Background: an optimization exercise with open tools, aiming at small area, a short achievable clock period and few clock cycles per item. Do not read the settings as production practice. In this exercise RTL edits were held to simulation tests only and were not proved equivalent to the original.

## main
==> flow/design.v (excerpt) <==
module sha256_core (
    input  wire         clk,
    input  wire         rst,
    input  wire         start,
    input  wire         init,
    input  wire [511:0] block,      
    output wire         ready,
    output reg          done,
    output wire [255:0] digest      
);
Size in the first run: ~6100 cells after synthesis, about 1100 flip-flops, roughly 770 I/O pins.
Settings: LEC_CHECK=0, CAP_MARGIN=20, CORE_MARGIN=2, CORE_UTILIZATION=40, CTS_BUF_LIST=sky130_fd_sc_hd__clkbuf_4 sky130_fd_sc_hd__clkbuf_8, CTS_CLUSTER_SIZE=20, SLEW_MARGIN=20; clock period 12.0 ns.
standard.sh (not shown) runs the stock make flow with config.mk's settings and CLKGATE_MAP_FILE= SYNTH_SCRIPT=/design/flow/synth_recipe.tcl, a recipe that flattens the netlist after the stock synthesis.
==> flow/flow/run.sh <==
#!/bin/bash
# Layout: the standard flow (standard.sh, unchanged synthesis, floorplan, power grid
# and tap cells), with two changes to how the layout is optimised:
#   - the port buffers are the platform's smallest buffer (buf_1) instead of
#     clkdlybuf4s50_1;
#   - the timing repair aims at a larger setup slack than the clock period needs, and
#     only on the worst path (TNS_END_PERCENT 0).
# The clock period and the constraints are the standard flow's own (constraint.sdc is not touched).
set -euo pipefail
export SETUP_SLACK_MARGIN="${FLOW_SETUP_MARGIN:-9}"
export TNS_END_PERCENT=0
export BUFFER_PORTS_ARGS="-buffer_cell sky130_fd_sc_hd__buf_1"
bash standard.sh finish > standard_make.log 2>&1
Testbench counts of main, summed over its fixed seeds: cycles 131,136, blocks 2,048.
### main -> the feature branch
diff --git a/flow/flow/run.sh b/flow/flow/run.sh
--- a/flow/flow/run.sh
+++ b/flow/flow/run.sh
@@ -8,5 +8,5 @@
 # The clock period and the constraints are the standard flow's own (constraint.sdc is not touched).
 set -euo pipefail
-export SETUP_SLACK_MARGIN="${FLOW_SETUP_MARGIN:-9}"
+export SETUP_SLACK_MARGIN="${FLOW_SETUP_MARGIN:-7.5}"
 export TNS_END_PERCENT=0
 export BUFFER_PORTS_ARGS="-buffer_cell sky130_fd_sc_hd__buf_1"
Findings:
The feature branch finished all stages; the layout is clean. Every stage of the flow completed for main, and the final layout passed the timing, design-rule and antenna checks. Final worst-path cycle share: main vs the feature branch — no meaningful difference. In terms of synthesized instance count, the feature branch and main differ only marginally. Run comparison: main master of the slowest instance on the critical path dfxtp_1; the feature branch master of the slowest instance on the critical path dfxtp_2. Diff main -> the feature branch: initial antenna violation count now smaller; largest net degree at the start of global routing now smaller. The setup slack of the feature branch is smaller than that of main. Taking main as the reference, in the feature branch number of multi-input logic gates flat; actual transition at the worst max-transition pin went down by 0.13 ns.

Setup of run 5:
Another version of the RTL of sha256_core (not shown whole).
Size: roughly 1100 flip-flops, roughly 770 I/O pins, roughly 59000 um2 of cells after synthesis.
==> flow/config.mk <==
export PLATFORM = sky130hd
export DESIGN_NAME = sha256_core
export DESIGN_NICKNAME = sha256_core
export VERILOG_FILES = /design/flow/design.v
export SDC_FILE = /design/flow/constraint.sdc
export NUM_CORES = 4
export LEC_CHECK = 0
export CAP_MARGIN = 20
export CORE_MARGIN = 2
export CORE_UTILIZATION = 40
export SLEW_MARGIN = 20
==> flow/constraint.sdc <==
create_clock -name core_clock -period 12.0 [get_ports {clk}]
set_input_delay 2.4000 -clock core_clock [delete_from_list [all_inputs] [get_ports {clk}]]
set_output_delay 2.4000 -clock core_clock [all_outputs]
set_load 0.01 [all_outputs]
==> flow/flow/run.sh <==
#!/bin/bash
# Layout: the standard flow (standard.sh, unchanged synthesis, floorplan, power grid
# and tap cells), with two changes to how the layout is optimised:
#   - the port buffers are the platform's smallest buffer (buf_1) instead of
#     clkdlybuf4s50_1;
#   - the timing repair aims at a larger setup slack than the clock period needs, and
#     only on the worst path (TNS_END_PERCENT 0).
# The clock period and the constraints are the standard flow's own (constraint.sdc is not touched).
set -euo pipefail
export SETUP_SLACK_MARGIN="${FLOW_SETUP_MARGIN:-7.5}"
export TNS_END_PERCENT=0
export BUFFER_PORTS_ARGS="-buffer_cell sky130_fd_sc_hd__buf_1"
bash standard.sh finish > standard_make.log 2>&1
Run 5 finished every stage and its layout cleared the timing, design-rule and antenna checks.
Testbench counts of run 5, summed over its fixed seeds: cycles 131,136, blocks 2,048.
What run 1 does differently from run 5 at the input level:
==> flow/run.sh (new file) <==
#!/bin/bash
# synth_recipe.tcl (not shown) runs the flow's synth.tcl, then flattens the netlist and writes it again
# the make line also repeats each setting of config.mk as NAME=value (left out here)
make -C /OpenROAD-flow-scripts/flow DESIGN_CONFIG=/design/flow/config.mk WORK_HOME=/design/flow/orfs CLKGATE_MAP_FILE= SYNTH_SCRIPT=/design/flow/synth_recipe.tcl finish
removed: flow/flow/run.sh
removed: flow/standard.sh
==> comparison <==
Delta (run 1 minus run 5): clock slew seen by the registers of the worst setup and hold paths held steady; critical path arrival rose 1.11 ns.

afterwards: timing with drivers on the ports:
How much do the figures lean on ideal ports? The routed layouts below were timed once more, with nothing changed but the port constraints. Step 1: set_driving_cell puts a clkbuf_16 on clk and a buf_2 on each other input, an assumption about the parent block. Step 2 also shifts input and output timing later by t, the mid clock arrival at the registers, as if the neighbouring blocks saw the same clock. a / b / c = ideal ports / drivers / drivers and shift; a / b = the first two.
run	shift t [ns]	setup slack, ns	worst setup path after step 2	pins driven straight from the clock port
main	1.014	6.983 / 6.983 / 6.845	input to register	1
the feature branch	1.009	6.966 / 6.966 / 6.519	input to register	1
run 5	0.832	7.230 / 7.266 / 6.445	input to register	1
run 1	0.824	6.112 / 6.112 / 5.407	input to register	1
After both steps setup and hold are still met in every run listed. The setup slack of run 5, which loses most, moves by +0.036 ns with the drivers and by -0.785 ns with both steps.
